This design comes from an exercise in tuning for small area, a short achievable clock period and few clock cycles per item on the open sky130 flow, not from production work.
Where RTL was checked, it was by simulation tests only, not by an equivalence proof against the original.
No functional check of the RTL was part of run 1.

==> flow/design.v, too long to show whole: its modules and the start of the top module <==
// module tau_arith: 2526 lines
module tau_arith (
    input  wire        clk,
    input  wire        rst,           
    input  wire        in_valid,
    output wire        in_ready,
    input  wire        in_fn,         
    input  wire [63:0] in_a,
    input  wire [63:0] in_b,
    output reg         out_valid,
    output reg  [63:0] out_result,
    output reg         out_range
);
  // ...
==> flow/flow/run.sh <==
#!/bin/bash
# The standard layout, with repair_timing asked for more setup slack than the
# clock period needs (so that it sizes the critical paths up), and the port
# buffers made with sky130_fd_sc_hd__buf_2.
set -euo pipefail
bash standard.sh SETUP_SLACK_MARGIN=8 "BUFFER_PORTS_ARGS=-buffer_cell sky130_fd_sc_hd__buf_2" finish > standard_make.log 2>&1
==> flow/standard.sh <==
#!/bin/bash
# synth_recipe.tcl (not shown) runs the flow's synth.tcl, then flattens the netlist and writes it again
# the make line also repeats each setting of config.mk as NAME=value (left out here)
make -C /OpenROAD-flow-scripts/flow DESIGN_CONFIG=/design/flow/config.mk WORK_HOME=/design/flow/orfs CLKGATE_MAP_FILE= SYNTH_SCRIPT=/design/flow/synth_recipe.tcl "${@:-finish}"
==> flow/config.mk <==
export PLATFORM = sky130hd
export DESIGN_NAME = tau_arith
export DESIGN_NICKNAME = tau_arith
export VERILOG_FILES = /design/flow/design.v
export SDC_FILE = /design/flow/constraint.sdc
export NUM_CORES = 4
export LEC_CHECK = 0
export CAP_MARGIN = 20
export CORE_MARGIN = 2
export CORE_UTILIZATION = 40
export SLEW_MARGIN = 20
==> flow/constraint.sdc <==
create_clock -name core_clock -period 14.0 [get_ports {clk}]
set_input_delay 2.8000 -clock core_clock [delete_from_list [all_inputs] [get_ports {clk}]]
set_output_delay 2.8000 -clock core_clock [all_outputs]
set_load 0.01 [all_outputs]
==> run notes, run 1 <==
Run status:
- The run finished with no timing, DRC or antenna violations.

Yosys:
- The mapped netlist covers 30,300 um^2.
- The share of cell area taken by muxes after synthesis is 0.00709.
- Of the total synthesized cell area, the portion taken by full adders, half adders and majority gates is 0.299.
- Counting every instance in the synthesized netlist gives 3,269.
- The compound-gate portion of the synthesized area is 0.167.
- The most frequently used cell type in the post-synthesis netlist is inv_1.
- By area the synthesized netlist is led by fa_1 21%, dfxtp_1 16%, edfxtp_1 10%.
- Of the total synthesized cell area, the portion taken by AND, OR, NAND and NOR gates is 0.144.

Timing:
- Derived from the worst setup path, the maximum achievable clock frequency is 166 MHz.
- The minimum clock period is 6.03 ns.
- Dividing the final minimum period by the clock period gives 0.431.
- Setup total negative slack on the finished layout was measured at 0 ns.
- The max-slew violation total from the final report is 0.
- The worst clock skew is 0.0230 ns.
- Setup repair after global routing could not meet its margin everywhere.

Final layout:
- Registers take 8010 um^2.
- The non-filler instance count after layout is 4,581.
- The filler cell count in the final layout is 7,103.
- The proportion of final cell area spent on non-clock buffers is 0.0732.
- The register with the most flip-flops in the final layout is out_result.

CTS:
- In this run, post-CTS repair resized a total of 166 instances.
- TritonCTS built the clock tree.
- The clock insertion delay at the later pin of the skew report is 0.59 ns.
- The clock root buffer is clkbuf_16.

Setup path:
- In this design, the stage delay of the slowest critical-path cell is 0.55 ns.
- The family of cells with the greatest summed delay on the critical path is adder cells.
- The most critical setup path has its endpoint at w_r[8].
- The required time of the worst setup path is 14.29 ns.
- In this run the worst setup path begins at s1_d[15].

Routing:
- Summed over all nets, wire length on met3 after detailed routing comes to 9140 um.
- In the final routing, the length of wire on met1 measures 42,700 um.
- The first routing iteration left 2,926 violations.
- The via density per instance is 5.76.

Global routing:
- The global-route usage over all layers is 0.281.
- For this run the aggregate overflow at the end of global routing stands at 0.
- For this run, global-route usage on met2 was measured as 0.471.

Floorplan:
- The flow inserted 969 tap cells.

Placed design:
- The number of placed instances, taps included is 4,339.
- The placed cell area is 32,300 um^2.

Min path:
- The startpoint identified for the worst hold timing path is w_lo[4].
==> run 2: changes to the inputs <==
--- a/flow/design.v
+++ b/flow/design.v
@@ -2477,19 +2477,18 @@
         end else if (s1_m3) begin
             r_init   = {3'b0, u_v[32:15]};
             dq_init  = {u_v[14:0], 20'd0};
         end else begin
             r_init   = u_v[55:35];
             dq_init  = u_v[34:0];
         end
     end
-    wire [4:0]  pl    = sec_b[4:0] + d;
-    wire        pcy   = ge[6'd32 - {1'b0, sec_b[4:0]}];
-    wire [31:0] sec_v = {pcy ? ph1 : ph0, pl};
+    wire [5:0]  pl    = {1'b0, sec_b[4:0]} + {1'b0, d};
+    wire [31:0] sec_v = {pl[5] ? ph1 : ph0, pl[4:0]};
     always @(posedge clk) begin
         if (last) begin
             out_result <= {sec_v, 2'b00, r_step, w_lo};
             out_range  <= 1'b0;
         end else begin
             out_result <= {w_sec, w_x, w_r, w_lo};
             out_range  <= w_rng;
         end
==> flow/flow/run.sh (replaced) <==
#!/bin/bash
# The standard layout, with repair_timing asked for more setup slack than the
# clock period needs (so that it sizes the critical paths up), and the port
# buffers made with sky130_fd_sc_hd__buf_2.
set -euo pipefail
bash standard.sh SETUP_SLACK_MARGIN=7.5 "BUFFER_PORTS_ARGS=-buffer_cell sky130_fd_sc_hd__buf_2" finish > standard_make.log 2>&1
==> run notes, run 2 <==
Floorplan:
- The x dimension of the die is 281 um (was 279 um).
- The core box area is 75,900 um^2 (was 74,800 um^2).
- The die height is 281 um (was 279 um).
- The row count is 101 (was 100).
- The starting density of the core is 0.404 (was 0.405).
- The number of top-level design ports is 199 (unchanged).
- The area of the die came to 78,900 um^2 (was 78,100 um^2).

CTS:
- The H-tree depth is 2 (unchanged).
- The clock transition at the registers of the reported paths is 0.06 ns (about the same).
- The number of buffers on the longest clock path is 3 (unchanged).
- The clock root buffer is clkbuf_16 (unchanged).
- The number of clock sinks is 344 (unchanged).
- The CTS buffer count came to 41 (was 43).
- The clock insertion delay at the later pin of the skew report came to 0.61 ns (was 0.59 ns).
- The TritonCTS clock tree is done (unchanged).

Yosys:
- Leading post-synthesis cells by cell area: fa_1 21%, dfxtp_1 16%, edfxtp_1 10% (unchanged).
- The prevailing post-synth register cell is dfxtp_1 (unchanged).
- The synthesis-stage register bit count is 344 (unchanged).
- The synthesized netlist cell count came to 3,342 (was 3,269).
- The number of enable-type register cells in the synthesized netlist is 103 (unchanged).
- The warning count from the yosys run was 1 (unchanged).
- The distinct cell type count after synthesis is 100 (was 96).
- Most instantiated cells after synthesis: 415 x inv_1, 316 x fa_1, 243 x nor2_1 (was 429 x inv_1, 316 x fa_1, 241 x dfxtp_1).
- The post-synthesis async set-or-reset flop share is 0 (unchanged).
- The post-synthesis sequential area ratio is 0.258 (was 0.261).
- The cell taking the most area after synthesis is fa_1 (unchanged).
- The number of nets in the synthesized netlist came to 4,009 (was 3,936).
- The netlist area before placement is 30,700 um^2 (was 30,300 um^2).
- The most frequently used cell type in the post-synthesis netlist was inv_1 (unchanged).
- The share of the synthesized area in the top cell type came to 0.206 (was 0.209).
- The average instance area after synthesis was 9.17 um^2 (was 9.28 um^2).

Final layout:
- Top library cells by usage in the layout, fill and taps aside: 407 x inv_1, 316 x fa_1, 237 x nand2_1, 237 x nor2_1, 226 x dfxtp_1 (was 400 x inv_1, 293 x fa_1, 208 x nand2_1, 208 x dfxtp_1, 203 x nor2_1).
- The number of nets in the final layout is 4,180 (was 4,244).
- Registers with the most flip-flops: out_result x64, dq x35 (unchanged).
- The count of inserted antenna diode cells is 0 (was 1).
- The flip-flop count of the largest register after layout was 64 (unchanged).
- The design area was 34,600 um^2 (was 36,800 um^2).
- The largest register by flop count was out_result (unchanged).
- The leading cell type in the layout, fill and taps excluded is inv_1 (unchanged).
- The non-filler instance count after layout is 4,575 (was 4,581).
- The area added between synthesis and finish is 12.8% (was 21.2%).
- The share of cells above drive strength 1 is 0.127 (was 0.224).

Setup path:
- The startpoint of the worst setup timing path is w_r[1] (was s1_d[15]).
- The arrival time of the worst setup path is 6.74 ns (was 6.32 ns).
- The endpoint kind of the worst setup timing path is a flop (unchanged).
- The reg-to-reg critical path startpoint is w_r[1] (was s1_d[15]).
- The largest stage delay on the critical path is 0.70 ns (was 0.55 ns).
- The maximum fanout along the worst path is 15 (was 5).
- The most repeated library cell on the critical path is o21ai_0 (was fa_2).
- Cells along the critical path: buf_6 -> a41oi_1 -> o21ai_0 -> a31oi_1 -> o21ai_0 -> nor2_1 -> nor2_1 -> nand2_1 -> or4_1 -> ha_1 -> o21ai_0 -> nand2b_1 -> o2111a_1 -> o31ai_2 -> o21ai_0 -> o31ai_1 -> o21a_1 -> fa_1 -> nor2_1 -> a221o_1 -> a221o_1 (was buf_6 -> fa_1 -> inv_2 -> fa_2 -> inv_2 -> fa_2 -> fa_2 -> fa_1 -> ha_4 -> a21oi_2 -> o21ai_1 -> a21o_1 -> a21oi_2 -> o21ai_1 -> a221o_1 -> a31oi_4 -> o21ai_4 -> a21oi_1 -> o31ai_1 -> xnor2_2 -> o221ai_1).
- The kind of critical path is flop to flop (unchanged).
- The required time of the worst setup path was 14.36 ns (was 14.29 ns).
- The cell with the largest stage delay on the worst path was edfxtp_1 (was fa_2).
- The kind of start point of the critical path is a flop (unchanged).

Timing:
- The worst clock skew is 0.0436 ns (was 0.0230 ns).
- The worst max-slew margin expressed relative to the limit came to 0.353 (was 0.240).
- The count of final hold-check violations is 0 (unchanged).
- The actual transition at the worst max-transition pin is 0.958 ns (was 1.14 ns).
- The setup-violating endpoint count in the final report is 0 (unchanged).
- The minimum clock period is 6.38 ns (was 6.03 ns).
- The max-slew violation total from the final report came to 0 (unchanged).
- Unrepaired setup endpoints after global routing: true (unchanged).
- The period utilization was 0.456 (was 0.431).
- The maximum frequency from static timing analysis is 157 MHz (was 166 MHz).
- The summed negative setup slack over all endpoints is 0 ns (unchanged).
- The worst hold margin is 0.342 ns (was 0.345 ns).

Routing:
- The number of DRC violations after detailed-routing iteration 0 is 2,660 (was 2,926).
- The iteration count of the initial detailed-routing pass is 6 (was 9).
- The count of nets left with antenna violations after detail routing is 0 (unchanged).
- The detailed-route wire length came to 107,000 um (was 111,000 um).
- The via density per instance is 5.72 (was 5.76).
- The per-cell routed wire length is 23.4 um (was 24.2 um).
- The post-detailed-route DRC marker count came to 0 (unchanged).
- The vias after detailed routing is 26.2k (was 26.4k).

Placed design:
- The placed cell area is 32,600 um^2 (was 32,300 um^2).
- The placer congestion estimate came to 1.00 (was 1.02).
- The number of buffer cells added on primary ports is 198 (unchanged).
- The detailed-placement wirelength estimate is 86,400 um (was 86,200 um).
- The number of placed instances, taps included is 4,462 (was 4,339).

Global routing:
- The maximum number of pins on one net before global-route repair is 59 (was 97).
- The number of global-route vias before repair is 25.9k (was 26.5k).
- The wire length of the first global-routing pass came to 161,000 um (was 165,000 um).
- The initial antenna violation count is 2 (was 5).
- The global-route usage over all layers is 0.271 (was 0.281).
- The global route total overflow is 0 (unchanged).

Run status:
- Status: complete, no violations (unchanged).

Run:
- The number of violations of the max-capacitance limit came to 0 (unchanged).

Min path:
- The worst hold path startpoint is w_lo[4] (unchanged).
- The worst hold-check path type was flop to flop (unchanged).
==> run 2: cell types whose count changed in the layout (fill, tap and decap cells not counted), moves of 17 or more <==
cell	delta
a21oi_1	+55
a21oi_2	-17
dfxtp_1	+18
nand4_1	+18
dfxtp_4	-21
fa_2	-23
ha_1	+19
nand2_1	+29
buf_4	-98
nor2_1	+34
fa_1	+23
==> run 2: path summary, 6_finish.rpt <==
check | depth (start not counted) | end | slack [ns]
min | 0 | out_result[4] | 0.34
max reg2reg | 21 | w_r[18] | 7.62
min reg2reg | 0 | out_result[4] | 0.34
max | 21 | w_r[18] | 7.62
==> run 2: layer usage <==
| layer | share of wire | up-vias | track usage |
|---|---|---|---|
| met5 | 0.00028 | - | 0 |
| met3 | 0.078 | 339 | 0.0472 |
| met2 | 0.45 | 1303 | 0.437 |
| li1 | - | 12000 | - |
| met1 | 0.41 | 12600 | 0.349 |
| met4 | 0.062 | 4 | 0.137 |
==> run 2: critical path, delay by kind of cell, from the launching register on <==
kind                     cells  cell delay, ns
flip-flops                   1            0.70
adder cells (fa/ha/maj)      2            0.92
buffers and inverters        1            0.26
AO/OA/AOI/OAI               12            2.84
AND/OR/NAND/NOR              6            1.41
==> run 2: area by class of cell <==
cell class              count  area (um^2)
repair buffers            272         1590
flip-flops and latches    344         7940
clock buffers              59         1290
clock inverters            16          156
inverters                 416         1590
fillers                  7412        41300
multi-input cells        2438        20700
well taps                1030         1290
==> run 2: stage by stage <==
step / worst slack, ns / utilization
floorplan: 8.36 / -
global placement: 6.97 / 0.430
detailed placement: 7.06 / 0.430
CTS: 7.51 / 0.450
global route: 7.46 / 0.456
finish: 7.62 / 0.456
==> run 2: timing repair <==
| action | 4_1_cts | 5_1_grt |
|---|---|---|
| cloned | 0 | 0 |
| endpoints found under the setup margin | 20 | 55 |
| hold endpoints to repair | 0 | 0 |
| hold buffers | 0 | 0 |
| pin swaps | 0 | 1 |
| gates resized for setup | 7 | 51 |
| setup buffers | 6 | 32 |
==> run 2: logic make-up after synthesis <==
group	count (synthesis)	synth area share
AOI/OAI and AO/OA	803	0.175
xor gates and xnor gates	158	0.0456
adders and majority gates	535	0.296
buffers and inverters	560	0.0710
DFF	344	0.258
muxes	17	0.00575
and+or+nand+nor	925	0.149
Testbench counts of run 2, summed over its fixed seeds: cycles 32,152, items 16,000.
==> run 3: changes to the inputs <==
==> flow/flow/run.sh (replaced) <==
#!/bin/bash
# The standard layout, with repair_timing asked for more setup slack than the
# clock period needs (so that it sizes the critical paths up), and the port
# buffers made with sky130_fd_sc_hd__buf_2.
set -euo pipefail
bash standard.sh SETUP_SLACK_MARGIN=8.5 "BUFFER_PORTS_ARGS=-buffer_cell sky130_fd_sc_hd__buf_2" finish > standard_make.log 2>&1
==> run notes, run 3 <==
Placed design:
- The placer congestion estimate is 0.996 (was 1.00).
- The number of placed instances, taps included is 4,466 (was 4,462).
- The detailed-placement wirelength estimate is 87,000 um (was 86,400 um).
- The number of buffer cells added on primary ports is 198 (unchanged).

Timing:
- The period utilization came to 0.417 (was 0.456).
- Unrepaired setup endpoints after global routing: true (unchanged).
- The worst clock skew is 0.0226 ns (was 0.0436 ns).
- The count of final hold-check violations was 0 (unchanged).
- The minimum clock period is 5.84 ns (was 6.38 ns).
- The worst max-slew margin expressed relative to the limit is 0.262 (was 0.353).
- The summed negative setup slack over all endpoints is 0 ns (unchanged).
- The worst hold margin is 0.346 ns (was 0.342 ns).
- The maximum frequency from static timing analysis is 171 MHz (was 157 MHz).
- The max-slew violation total from the final report came to 0 (unchanged).
- The setup-violating endpoint count in the final report is 0 (unchanged).
- The actual transition at the worst max-transition pin is 1.10 ns (was 0.958 ns).

Global routing:
- The global routing met3 resource utilization is 0.0564 (was 0.0472).
- The fraction of met1 tracks used by global routing is 0.356 (was 0.349).
- The initial antenna violation count is 2 (unchanged).
- The maximum number of pins on one net before global-route repair was 79 (was 59).
- The number of global-route vias before repair was 27.3k (was 25.9k).
- The met2 track demand over resource was 0.461 (was 0.437).
- The wire length of the first global-routing pass is 168,000 um (was 161,000 um).
- The global route total overflow is 0 (unchanged).
- The global-route usage over all layers is 0.282 (was 0.271).
- The most used routing layer is met2 (unchanged).

Routing:
- The number of DRC violations after detailed-routing iteration 0 is 3,074 (was 2,660).
- The per-cell routed wire length is 23.8 um (was 23.4 um).
- The iteration count of the initial detailed-routing pass was 7 (was 6).
- The detailed-route wire length is 114,000 um (was 107,000 um).
- The post-detailed-route DRC marker count came to 0 (unchanged).
- The vias after detailed routing is 27.6k (was 26.2k).
- The via density per instance is 5.78 (was 5.72).
- The count of nets left with antenna violations after detail routing came to 0 (unchanged).

Setup path:
- The number of buffers and inverters on the critical path is 2 (was 1).
- The largest stage delay on the critical path is 0.56 ns (was 0.70 ns).
- The required time of the worst setup path is 14.35 ns (was 14.36 ns).
- The arrival time of the worst setup path is 6.20 ns (was 6.74 ns).
- The register-to-register setup slack is 8.16 ns (was 7.62 ns).
- The kind of critical path is flop to flop (unchanged).
- The cell with the largest stage delay on the worst path is fa_2 (was edfxtp_1).
- The endpoint kind of the worst setup timing path is a flop (unchanged).
- The maximum fanout along the worst path is 6 (was 15).
- The kind of start point of the critical path is a flop (unchanged).
- The family of cells with the greatest summed delay on the critical path is compound AO/OA/AOI/OAI gates (unchanged).
- Cells along the critical path: buf_12 -> or4_4 -> o31ai_4 -> a21oi_2 -> o21ai_2 -> a21oi_2 -> or4b_4 -> buf_4 -> nand2_1 -> nor3_1 -> and4_4 -> fa_1 -> nor2b_1 -> o21ai_2 -> a21boi_2 -> o31ai_4 -> o21ai_2 -> o31ai_4 -> o21a_1 -> fa_2 -> nor2_1 -> a221o_1 -> a221o_1 (was buf_6 -> a41oi_1 -> o21ai_0 -> a31oi_1 -> o21ai_0 -> nor2_1 -> nor2_1 -> nand2_1 -> or4_1 -> ha_1 -> o21ai_0 -> nand2b_1 -> o2111a_1 -> o31ai_2 -> o21ai_0 -> o31ai_1 -> o21a_1 -> fa_1 -> nor2_1 -> a221o_1 -> a221o_1).

Final layout:
- The non-filler instance count after layout is 4,782 (was 4,575).
- The largest register by flop count was out_result (unchanged).
- The leading cell type in the layout, fill and taps excluded is inv_1 (unchanged).
- Top library cells by usage in the layout, fill and taps aside: 377 x inv_1, 284 x fa_1, 237 x buf_4 (was 407 x inv_1, 316 x fa_1, 237 x nand2_1, 237 x nor2_1, 226 x dfxtp_1).
- The share of cells above drive strength 1 is 0.269 (was 0.127).
- The area occupied by registers came to 8030 um^2 (was 7940 um^2).
- The flip-flop count of the largest register after layout is 64 (unchanged).
- Registers with the most flip-flops: out_result x64, dq x35 (unchanged).
- The area taken by multi-input logic gates is 23,000 um^2 (was 20,700 um^2).
- The count of inserted antenna diode cells came to 0 (unchanged).
- The area added between synthesis and finish was 26.3% (was 12.8%).
- The filler cell count in the final layout is 7,050 (was 7,412).
- The number of nets in the final layout is 4,386 (was 4,180).

Yosys:
- The main combinational cell family by area after synthesis is adder cells (unchanged).
- The area fraction in and, or, nand and nor cells after synthesis came to 0.149 (unchanged).
- The warning count from the yosys run is 1 (unchanged).
- Leading post-synthesis cells by cell area: fa_1 21%, dfxtp_1 16%, edfxtp_1 10% (unchanged).
- The xor-xnor portion of the synthesized cell area is 0.0456 (unchanged).
- The most frequently used cell type in the post-synthesis netlist is inv_1 (unchanged).
- The synthesis-stage register bit count came to 344 (unchanged).
- The post-synthesis share of cell area spent on full adders, half adders and majority gates was 0.296 (unchanged).
- The average instance area after synthesis is 9.17 um^2 (unchanged).
- The post-synthesis async set-or-reset flop share is 0 (unchanged).
- The number of nets in the synthesized netlist is 4,009 (unchanged).
- The distinct cell type count after synthesis is 100 (unchanged).
- The netlist area before placement is 30,700 um^2 (unchanged).
- The share of cell area taken by muxes after synthesis is 0.00575 (unchanged).
- Most instantiated cells after synthesis: 415 x inv_1, 316 x fa_1, 243 x nor2_1 (unchanged).
- The compound-gate portion of the synthesized area is 0.175 (unchanged).
- The synthesized netlist cell count is 3,342 (unchanged).
- The prevailing post-synth register cell was dfxtp_1 (unchanged).
- The share of the synthesized area in the top cell type is 0.206 (unchanged).
- The number of enable-type register cells in the synthesized netlist is 103 (unchanged).
- The cell taking the most area after synthesis was fa_1 (unchanged).
- The post-synthesis sequential area ratio is 0.258 (unchanged).

Floorplan:
- The x dimension of the die is 281 um (unchanged).
- The area of the die is 78,900 um^2 (unchanged).
- The row count was 101 (unchanged).
- The starting density of the core came to 0.404 (unchanged).
- The core box area is 75,900 um^2 (unchanged).
- The die height is 281 um (unchanged).
- The number of top-level design ports is 199 (unchanged).

CTS:
- The clock root buffer is clkbuf_16 (unchanged).
- The number of buffers on the longest clock path is 3 (unchanged).
- The CTS buffer count is 42 (was 41).
- The clock transition at the registers of the reported paths came to 0.07 ns (was 0.06 ns).
- The number of buffers inserted by hold repair at cts is 0 (unchanged).
- The clock insertion delay at the later pin of the skew report is 0.61 ns (about the same).
- The number of clock sinks is 344 (unchanged).
- The H-tree depth is 2 (unchanged).
- The TritonCTS clock tree was done (unchanged).

Run status:
- Status: complete, no violations (unchanged).

Run:
- The number of violations of the max-capacitance limit was 0 (unchanged).

Min path:
- The worst hold-check path type is flop to flop (unchanged).
run 3: cell count changes in the layout (fill, tap and decap cells not counted), moves of 31 or more:
cell | before | now
buf_4 | 68 | 237
o21ai_0 | 162 | 123
fa_1 | 316 | 284
ha_1 | 219 | 188
a21oi_1 | 193 | 157
fa_2 | 0 | 32
run 3: cell families after synthesis:
| family | after synthesis |
|---|---|
| flip-flops | 344 |
| buffers and inverters | 560 |
| XOR/XNOR | 158 |
| multiplexers | 17 |
| AND/OR/NAND/NOR | 925 |
| adder cells (fa/ha/maj) | 535 |
| AO/OA/AOI/OAI | 803 |
run 3: final timing paths:
check | start | end | cells past startpoint
worst min register to register | w_lo[3] | out_result[3] | 0
worst max-delay path | w_r[2] | w_r[18] | 23
worst max register to register | w_r[2] | w_r[18] | 23
worst min-delay path | w_lo[3] | out_result[3] | 0
run 3: layout make-up:
class,count,share of cell area
clock inverter,21,0.00559
timing repair buffer,477,0.0882
multi-input combinational,2438,0.593
inverter,416,0.0427
tap,1030,0.0333
clock buffer,56,0.0299
sequential,344,0.207
run 3: per-layer routing:
metal	vias to the layer above	part of all wire
met3	441	0.087
met2	1566	0.45
li1	12400	-
met1	13300	0.40
met5	-	0.00030
met4	6	0.064
run 3: worst reg2reg max path, stage by stage, from the launching register on:
cell	delay, ns
edfxtp_1	0.53
buf_12	0.21
or4_4	0.53
o31ai_4	0.25
a21oi_2	0.07
o21ai_2	0.14
a21oi_2	0.10
or4b_4	0.55
buf_4	0.18
nand2_1	0.09
nor3_1	0.09
and4_4	0.18
fa_1	0.41
nor2b_1	0.19
o21ai_2	0.09
a21boi_2	0.22
o31ai_4	0.11
o21ai_2	0.20
o31ai_4	0.09
o21a_1	0.23
fa_2	0.56
nor2_1	0.06
a221o_1	0.26
a221o_1	0.25
run 3: per-stage QoR:
stage	utilization	area [um^2]	setup WS [ns]
global placement	0.430	32700	7.20
global route	0.510	38700	8.03
detailed placement	0.430	32700	7.26
floorplan	-	30700	8.50
CTS	0.477	36200	8.27
finish	0.510	38700	8.16
run 3: what timing repair did:
action                     in CTS  in global routing
resized for setup             327                301
buffers inserted              103                131
hold endpoints to repair        0                  0
gates cloned                    0                  5
setup endpoints to repair     113                 89
pin swaps                      47                165
==> run 4: changes to the inputs <==
==> flow/flow/run.sh (replaced) <==
#!/bin/bash
# The standard layout, with repair_timing asked for more setup slack than the
# clock period needs (so that it sizes the critical paths up), and the port
# buffers made with sky130_fd_sc_hd__buf_2.
set -euo pipefail
bash standard.sh SETUP_SLACK_MARGIN=8 ABC_AREA=1 "BUFFER_PORTS_ARGS=-buffer_cell sky130_fd_sc_hd__buf_2" finish > standard_make.log 2>&1
==> run notes, run 4 <==
Run status:
- Status: complete, no violations (unchanged).

Global routing:
- The wire length of the first global-routing pass came to 200,000 um (was 168,000 um).
- The maximum number of pins on one net before global-route repair is 67 (was 79).
- The number of global-route vias before repair is 30.5k (was 27.3k).
- The global-route usage over all layers was 0.330 (was 0.282).
- The global route total overflow is 0 (unchanged).
- The initial antenna violation count is 4 (was 2).

Setup path:
- The number of cells on the critical path is 24 (was 23).
- The cell with the largest stage delay on the worst path is edfxtp_1 (was fa_2).
- The most repeated library cell on the critical path is nand2_1.
- The depth of the worst register-to-register path is 24 (was 23).
- The number of buffers and inverters on the critical path was 3 (was 2).
- The capture instance of the worst register-to-register path is w_r[19] (was w_r[18]).
- The kind of critical path is flop to flop (unchanged).
- The required time of the worst setup path came to 14.48 ns (was 14.35 ns).
- The maximum fanout along the worst path is 8 (was 6).
- The largest stage delay on the critical path is 0.58 ns (was 0.56 ns).
- The kind of start point of the critical path is a flop (unchanged).
- The register-to-register setup slack was 8.06 ns (was 8.16 ns).
- Cells along the critical path: inv_1 -> nand2_1 -> nor2_1 -> nand2_1 -> nor2_1 -> nand2_1 -> nand3_1 -> nand2_1 -> nor4_1 -> nand3_1 -> ha_1 -> nand2_1 -> o21ai_0 -> inv_1 -> o221a_2 -> nand2_1 -> inv_1 -> o21a_1 -> fa_1 -> xnor2_1 -> nand2_1 -> o21ai_0 -> nand2_1 -> nand2_1 (was buf_12 -> or4_4 -> o31ai_4 -> a21oi_2 -> o21ai_2 -> a21oi_2 -> or4b_4 -> buf_4 -> nand2_1 -> nor3_1 -> and4_4 -> fa_1 -> nor2b_1 -> o21ai_2 -> a21boi_2 -> o31ai_4 -> o21ai_2 -> o31ai_4 -> o21a_1 -> fa_2 -> nor2_1 -> a221o_1 -> a221o_1).
- The endpoint kind of the worst setup timing path is a flop (unchanged).
- The reg-to-reg critical path startpoint is w_r[6] (was w_r[2]).
- The family of cells with the greatest summed delay on the critical path is simple AND/OR/NAND/NOR gates (was compound AO/OA/AOI/OAI gates).
- The arrival time of the worst setup path is 6.42 ns (was 6.20 ns).

Yosys:
- Leading post-synthesis cells by cell area: fa_1 20%, dfxtp_1 15%, nand2_1 9.8% (was fa_1 21%, dfxtp_1 16%, edfxtp_1 10%).
- The synthesized netlist cell count came to 4,267 (was 3,342).
- The post-synthesis async set-or-reset flop share is 0 (unchanged).
- The post-synthesis sequential area ratio is 0.245 (was 0.258).
- The average instance area after synthesis is 7.58 um^2 (was 9.17 um^2).
- The synthesis-stage register bit count came to 344 (unchanged).
- The number of nets in the synthesized netlist was 4,934 (was 4,009).
- The netlist area before placement is 32,300 um^2 (was 30,700 um^2).
- The share of the synthesized area in the top cell type was 0.196 (was 0.206).
- The number of enable-type register cells in the synthesized netlist was 103 (unchanged).
- The warning count from the yosys run is 1 (unchanged).
- The prevailing post-synth register cell is dfxtp_1 (unchanged).
- The cell taking the most area after synthesis is fa_1 (unchanged).
- The most frequently used cell type in the post-synthesis netlist is nand2_1 (was inv_1).
- Most instantiated cells after synthesis: 844 x nand2_1, 768 x inv_1, 469 x nor2_1 (was 415 x inv_1, 316 x fa_1, 243 x nor2_1).
- The distinct cell type count after synthesis is 61 (was 100).

CTS:
- The clock root buffer is clkbuf_16 (unchanged).
- The number of clock sinks is 344 (unchanged).
- The number of buffers inserted by hold repair at cts is 0 (unchanged).
- The clock insertion delay at the later pin of the skew report is 0.61 ns (about the same).
- The number of buffers on the longest clock path was 3 (unchanged).
- The TritonCTS clock tree was done (unchanged).
- The H-tree depth was 2 (unchanged).
- The clock transition at the registers of the reported paths is 0.07 ns (about the same).
- The CTS buffer count is 42 (unchanged).

Final layout:
- The leading cell type in the layout, fill and taps excluded is nand2_1 (was inv_1).
- The largest register by flop count was out_result (unchanged).
- The area occupied by registers is 7950 um^2 (was 8030 um^2).
- The area taken by multi-input logic gates came to 21,300 um^2 (was 23,000 um^2).
- Registers with the most flip-flops: out_result x64, dq x35 (unchanged).
- The area added between synthesis and finish is 12.1% (was 26.3%).
- Top library cells by usage in the layout, fill and taps aside: 843 x nand2_1, 759 x inv_1, 466 x nor2_1 (was 377 x inv_1, 284 x fa_1, 237 x buf_4).
- The final design utilization is 0.451 (was 0.510).
- The number of nets in the final layout was 5,158 (was 4,386).
- The filler cell count in the final layout came to 8,204 (was 7,050).
- The flip-flop count of the largest register after layout is 64 (unchanged).
- The share of cells above drive strength 1 was 0.0944 (was 0.269).

Routing:
- The per-cell routed wire length came to 24.5 um (was 23.8 um).
- The count of nets left with antenna violations after detail routing was 0 (unchanged).
- The number of DRC violations after detailed-routing iteration 0 is 3,016 (was 3,074).
- The iteration count of the initial detailed-routing pass is 8 (was 7).
- The via density per instance is 5.44 (was 5.78).
- The vias after detailed routing was 30.4k (was 27.6k).
- The detailed-route wire length is 137,000 um (was 114,000 um).
- The post-detailed-route DRC marker count is 0 (unchanged).

Floorplan:
- The die height is 288 um (was 281 um).
- The number of top-level design ports is 199 (unchanged).
- The area of the die was 83,100 um^2 (was 78,900 um^2).
- The row count is 104 (was 101).
- The starting density of the core came to 0.403 (was 0.404).
- The core box area came to 80,300 um^2 (was 75,900 um^2).
- The x dimension of the die was 288 um (was 281 um).

Timing:
- The summed negative setup slack over all endpoints was 0 ns (unchanged).
- The maximum frequency from static timing analysis is 168 MHz (was 171 MHz).
- Unrepaired setup endpoints after global routing: false (was true).
- The setup-violating endpoint count in the final report is 0 (unchanged).
- The count of final hold-check violations is 0 (unchanged).
- The max-slew violation total from the final report came to 0 (unchanged).
- The actual transition at the worst max-transition pin is 1.14 ns (was 1.10 ns).
- The minimum clock period is 5.94 ns (was 5.84 ns).
- The period utilization is 0.424 (was 0.417).
- The worst max-slew margin expressed relative to the limit was 0.234 (was 0.262).
- The worst clock skew came to 0.0422 ns (was 0.0226 ns).

Min path:
- The hold-critical path depth is 0 (unchanged).
- The worst hold path startpoint is w_lo[8] (was w_lo[3]).
- The worst hold-check path type is flop to flop (unchanged).
- The endpoint of the worst hold-timing path is out_result[8] (was out_result[3]).

Placed design:
- The number of buffer cells added on primary ports is 198 (unchanged).
- The detailed-placement wirelength estimate is 117,000 um (was 87,000 um).
- The placer congestion estimate is 1.03 (was 0.996).

Run:
- The number of violations of the max-capacitance limit is 0 (unchanged).
-- run 4: worst max path at each step --
stage,start,end
after floorplan,rst,cnt[0]
after global placement,s1_d[20],w_r[20]
after detailed placement,s1_d[20],w_r[20]
after CTS,s1_d[22],w_r[11]
after global routing,s1_d[26],w_sec[28]
final,w_r[6],w_r[19]
-- run 4: repair_timing --
action | in CTS | in global routing
setup endpoints to repair | 10 | 43
gates resized for setup | 11 | 30
setup buffers | 6 | 14
-- run 4: stage by stage --
| stage | cells | hold WS [ns] | area, um^2 | setup slack, ns |
|---|---|---|---|---|
| 2_1_floorplan | 4267 | 0.323 | 32300 | 8.71 |
| 3_3_place_gp | 5487 | 0.328 | 34600 | 7.77 |
| 3_5_place_dp | 5487 | 0.327 | 34600 | 7.80 |
| 4_1_cts | 5570 | 0.331 | 36100 | 8.02 |
| 5_1_grt | 5584 | 0.335 | 36200 | 8.00 |
| 6_report | 5586 | 0.334 | 36200 | 8.06 |
-- run 4: cell type report --
class | count | area share
multi-input combinational | 3078 | 0.587
sequential | 344 | 0.219
inverter | 786 | 0.0822
tap | 1060 | 0.0366
timing repair buffer | 239 | 0.0362
clock buffer | 54 | 0.0331
clock inverter | 23 | 0.00538
antenna | 2 | 0.000138
-- run 4: cell families after synthesis --
| group | synth area share |
|---|---|
| AO/OA/AOI/OAI | 0.114 |
| XOR/XNOR | 0.0282 |
| adder cells (fa/ha/maj) | 0.280 |
| buffers and inverters | 0.0990 |
| flip-flops | 0.245 |
| AND/OR/NAND/NOR | 0.234 |
-- run 4: layer usage --
layer,track usage,vias to the layer above,part of all wire
li1,-,14100,-
met1,0.393,14600,0.39
met2,0.570,1304,0.48
met3,0.0407,385,0.056
met4,0.197,2,0.072
met5,0,-,0.000095
==> run 5: changes to the inputs <==
==> flow/flow/run.sh (replaced) <==
#!/bin/bash
# The standard layout, with repair_timing asked for more setup slack than the
# clock period needs (so that it sizes the critical paths up), and the port
# buffers made with sky130_fd_sc_hd__buf_2.
set -euo pipefail
bash standard.sh SETUP_SLACK_MARGIN=8 CORE_UTILIZATION=50 "BUFFER_PORTS_ARGS=-buffer_cell sky130_fd_sc_hd__buf_2" finish > standard_make.log 2>&1
==> run notes, run 5 <==
CTS:
- The TritonCTS clock tree is done (unchanged).
- The clock transition at the registers of the reported paths is 0.06 ns (was 0.07 ns).
- The number of clock sinks came to 344 (unchanged).
- The number of buffers inserted by hold repair at cts came to 0 (unchanged).
- The CTS buffer count is 40 (was 42).
- The H-tree depth is 2 (unchanged).
- The clock root buffer is clkbuf_16 (unchanged).
- The clock insertion delay at the later pin of the skew report is 0.60 ns (was 0.61 ns).
- The number of buffers on the longest clock path is 3 (unchanged).

Yosys:
- Most instantiated cells after synthesis: 415 x inv_1, 316 x fa_1, 243 x nor2_1 (was 844 x nand2_1, 768 x inv_1, 469 x nor2_1).
- The number of enable-type register cells in the synthesized netlist was 103 (unchanged).
- The cell taking the most area after synthesis is fa_1 (unchanged).
- The xor-xnor portion of the synthesized cell area was 0.0456 (was 0.0282).
- The area fraction in and, or, nand and nor cells after synthesis is 0.149 (was 0.234).
- The most frequently used cell type in the post-synthesis netlist is inv_1 (was nand2_1).
- The warning count from the yosys run is 1 (unchanged).
- The post-synthesis sequential area ratio was 0.258 (was 0.245).
- The share of the synthesized area in the top cell type came to 0.206 (was 0.196).
- The average instance area after synthesis came to 9.17 um^2 (was 7.58 um^2).
- The compound-gate portion of the synthesized area was 0.175 (was 0.114).
- Leading post-synthesis cells by cell area: fa_1 21%, dfxtp_1 16%, edfxtp_1 10% (was fa_1 20%, dfxtp_1 15%, nand2_1 9.8%).
- The post-synthesis share of cell area spent on full adders, half adders and majority gates is 0.296 (was 0.280).
- The number of nets in the synthesized netlist is 4,009 (was 4,934).
- The synthesized netlist cell count is 3,342 (was 4,267).
- The post-synthesis async set-or-reset flop share is 0 (unchanged).
- The netlist area before placement is 30,700 um^2 (was 32,300 um^2).
- The main combinational cell family by area after synthesis was adder cells (unchanged).
- The synthesis-stage register bit count was 344 (unchanged).
- The distinct cell type count after synthesis is 100 (was 61).
- The prevailing post-synth register cell was dfxtp_1 (unchanged).
- The share of cell area taken by muxes after synthesis is 0.00575 (was 0).

Timing:
- Unrepaired setup endpoints after global routing: true (was false).
- The count of final hold-check violations is 0 (unchanged).
- The period utilization is 0.426 (was 0.424).
- The minimum clock period came to 5.96 ns (was 5.94 ns).
- The worst max-slew margin expressed relative to the limit came to 0.189 (was 0.234).
- The maximum frequency from static timing analysis is 168 MHz (about the same).
- The actual transition at the worst max-transition pin came to 1.21 ns (was 1.14 ns).
- The worst clock skew was 0.0323 ns (was 0.0422 ns).
- The max-slew violation total from the final report is 0 (unchanged).
- The setup-violating endpoint count in the final report is 0 (unchanged).
- The summed negative setup slack over all endpoints is 0 ns (unchanged).

Floorplan:
- The x dimension of the die is 252 um (was 288 um).
- The core box area is 60,500 um^2 (was 80,300 um^2).
- The number of top-level design ports was 199 (unchanged).
- The area of the die is 63,300 um^2 (was 83,100 um^2).
- The die height is 252 um (was 288 um).
- The row count is 90 (was 104).
- The starting density of the core is 0.507 (was 0.403).

Setup path:
- The kind of start point of the critical path is a flop (unchanged).
- The startpoint of the worst setup timing path is s1_d[4] (was w_r[6]).
- Cells along the critical path: clkinvlp_4 -> buf_4 -> fa_1 -> inv_1 -> fa_1 -> inv_1 -> fa_1 -> inv_1 -> ha_1 -> a21o_1 -> a21o_1 -> a221o_1 -> a221o_1 -> a21oi_2 -> o21ai_0 -> xor2_1 -> mux2i_1 -> o21ai_0 (was inv_1 -> nand2_1 -> nor2_1 -> nand2_1 -> nor2_1 -> nand2_1 -> nand3_1 -> nand2_1 -> nor4_1 -> nand3_1 -> ha_1 -> nand2_1 -> o21ai_0 -> inv_1 -> o221a_2 -> nand2_1 -> inv_1 -> o21a_1 -> fa_1 -> xnor2_1 -> nand2_1 -> o21ai_0 -> nand2_1 -> nand2_1).
- The depth of the worst register-to-register path is 18 (was 24).
- The register-to-register setup slack is 8.04 ns (was 8.06 ns).
- The arrival time of the worst setup path was 6.32 ns (was 6.42 ns).
- The worst setup path endpoint was w_r[2] (was w_r[19]).
- The capture instance of the worst register-to-register path is w_r[2] (was w_r[19]).
- The required time of the worst setup path came to 14.36 ns (was 14.48 ns).
- The cell with the largest stage delay on the worst path is xor2_1 (was edfxtp_1).
- The reg-to-reg critical path startpoint is s1_d[4] (was w_r[6]).
- The endpoint kind of the worst setup timing path is a flop (unchanged).
- The maximum fanout along the worst path is 7 (was 8).
- The kind of critical path is flop to flop (unchanged).
- The largest stage delay on the critical path came to 0.91 ns (was 0.58 ns).

Global routing:
- The number of global-route vias before repair was 26.8k (was 30.5k).
- The maximum number of pins on one net before global-route repair was 79 (was 67).
- The wire length of the first global-routing pass is 169,000 um (was 200,000 um).
- The initial antenna violation count was 1 (was 4).
- The global-route usage over all layers is 0.356 (was 0.330).
- The global route total overflow was 0 (unchanged).

Min path:
- The worst hold-check path type is flop to flop (unchanged).
- The worst hold path startpoint is w_lo[3] (was w_lo[8]).

Routing:
- The per-cell routed wire length was 26.1 um (was 24.5 um).
- The post-detailed-route DRC marker count is 0 (unchanged).
- The vias after detailed routing is 27.5k (was 30.4k).
- The iteration count of the initial detailed-routing pass was 6 (was 8).
- The detailed-route wire length is 115,000 um (was 137,000 um).
- The via density per instance came to 6.26 (was 5.44).
- The count of nets left with antenna violations after detail routing is 0 (unchanged).
- The number of DRC violations after detailed-routing iteration 0 came to 3,040 (was 3,016).

Run status:
- Status: complete, no violations (unchanged).

Run:
- The number of violations of the max-capacitance limit was 0 (unchanged).

Final layout:
- The number of nets in the final layout is 4,244 (was 5,158).
- Top library cells by usage in the layout, fill and taps aside: 395 x inv_1, 316 x fa_1, 235 x nand2_1 (was 843 x nand2_1, 759 x inv_1, 466 x nor2_1).
- The area added between synthesis and finish is 16.5% (was 12.1%).
- The leading cell type in the layout, fill and taps excluded is inv_1 (was nand2_1).
- The design area is 35,700 um^2 (was 36,200 um^2).
- The largest register by flop count is out_result (unchanged).
- The flip-flop count of the largest register after layout came to 64 (unchanged).
- The share of cells above drive strength 1 was 0.184 (was 0.0944).
- Registers with the most flip-flops: out_result x64, dq x35 (unchanged).

Placed design:
- The placed cell area is 32,300 um^2 (was 34,600 um^2).
- The placer congestion estimate came to 1.04 (was 1.03).
- The detailed-placement wirelength estimate was 90,200 um (was 117,000 um).
- The number of buffer cells added on primary ports is 198 (unchanged).
## run 5: changes by cell type in the layout (fill, tap and decap cells not counted), moves of 20 or more
cell      delta
nand2_1    -608
buf_4       +82
inv_1      -364
nand2b_1    +32
nor2_1     -234
nand3_1    -173
nor2b_1     +27
a21o_1      +71
o21ai_0     -91
a21oi_1     -81
or3_1       +20
and3_1      +25
xor2_1      +21
## run 5: layout make-up
cell class              count  area (um^2)
fillers                  5260        24800
multi-input cells        2438        21600
flip-flops and latches    344         7990
repair buffers            337         2170
inverters                 416         1640
clock buffers              52         1090
well taps                 782          978
clock inverters            22          284
diodes                      2         5.00
## run 5: per-stage QoR
stage	worst slack (ns)	util	hold slack, ns	instances
after global routing	7.84	0.590	0.342	4391
after detailed placement	7.12	0.534	0.328	4213
final	8.04	0.591	0.335	4393
after global placement	7.13	0.534	0.331	4213
after floorplan	8.36	-	0.323	3342
after CTS	7.98	0.574	0.335	4363
## run 5: worst min path at each step
stage | to | slack, ns | depth (start not counted)
5_1_grt | out_result[1] | 0.34 | 0
2_1_floorplan | out_result[0] | 0.32 | 0
6_report | out_result[3] | 0.34 | 0
4_1_cts | out_result[3] | 0.34 | 0
3_3_place_gp | out_result[0] | 0.33 | 0
3_5_place_dp | out_result[5] | 0.33 | 0
## run 5: logic make-up after synthesis
group / after synthesis
compound gates: 803
xor+xnor: 158
fa+ha+maj: 535
buf+inv: 560
flops: 344
mux: 17
simple gates: 925
## run 5: repair_timing
| item | 4_1_cts | 5_1_grt |
|---|---|---|
| gates resized for setup | 111 | 177 |
| buffers inserted | 76 | 28 |
| setup endpoints to repair | 82 | 77 |
| pin swaps | 4 | 26 |
## run 5: critical path: cells and delay by family, from the launching register on
family / cells / cell delay (ns)
flops: 1 / 0.55
fa+ha+maj: 4 / 1.51
mux: 1 / 0.26
buf+inv: 5 / 0.62
xor+xnor: 1 / 0.91
compound gates: 7 / 1.88
## run 5: per-layer routing
metal	vias to the layer above	GRT usage	routed length [um]
met5	-	0	0
met1	13400	0.476	45900
met2	1644	0.569	51900
met3	376	0.0747	11200
met4	0	0.136	5540
li1	12100	-	-

[port drivers added, routing unchanged]
In the flow no input, the clock included, has a driving cell. The finished layouts below were timed again as built, in two steps. Step 1 (the two cells are an assumption about what drives the block):
set clk [get_ports {clk}]
set_driving_cell -lib_cell sky130_fd_sc_hd__clkbuf_16 $clk
set_driving_cell -lib_cell sky130_fd_sc_hd__buf_2 [delete_from_list [all_inputs] $clk]
Step 2 adds t to the input delays and takes it off the output delays; t is the mean of the earliest and latest rising clock arrival at the registers after step 1. Input paths then give back, and output paths get back, about the clock's delay inside the block. Slacks: ideal / step 1 / step 2; pairs: ideal / step 1.
run	t (ns)	slack for setup (ns)	worst setup path at the end	slew at the worst register clock pin (ns)	cell pins on the clock port's net
run 1	0.651	7.967 / 7.967 / 7.581	input to register	0.07 / 0.07	1
run 2	0.656	7.615 / 7.615 / 7.615	register to register	0.07 / 0.07	1
run 3	0.661	8.155 / 8.155 / 8.127	input to register	0.08 / 0.08	1
run 4	0.651	8.057 / 8.057 / 8.057	register to register	0.07 / 0.07	1
run 5	0.653	8.040 / 8.040 / 7.605	input to register	0.07 / 0.07	1
After both steps every run listed still meets setup and hold. For run 5, which loses most, drivers alone change the setup slack by 0.000 ns; drivers and shift together by -0.435 ns.
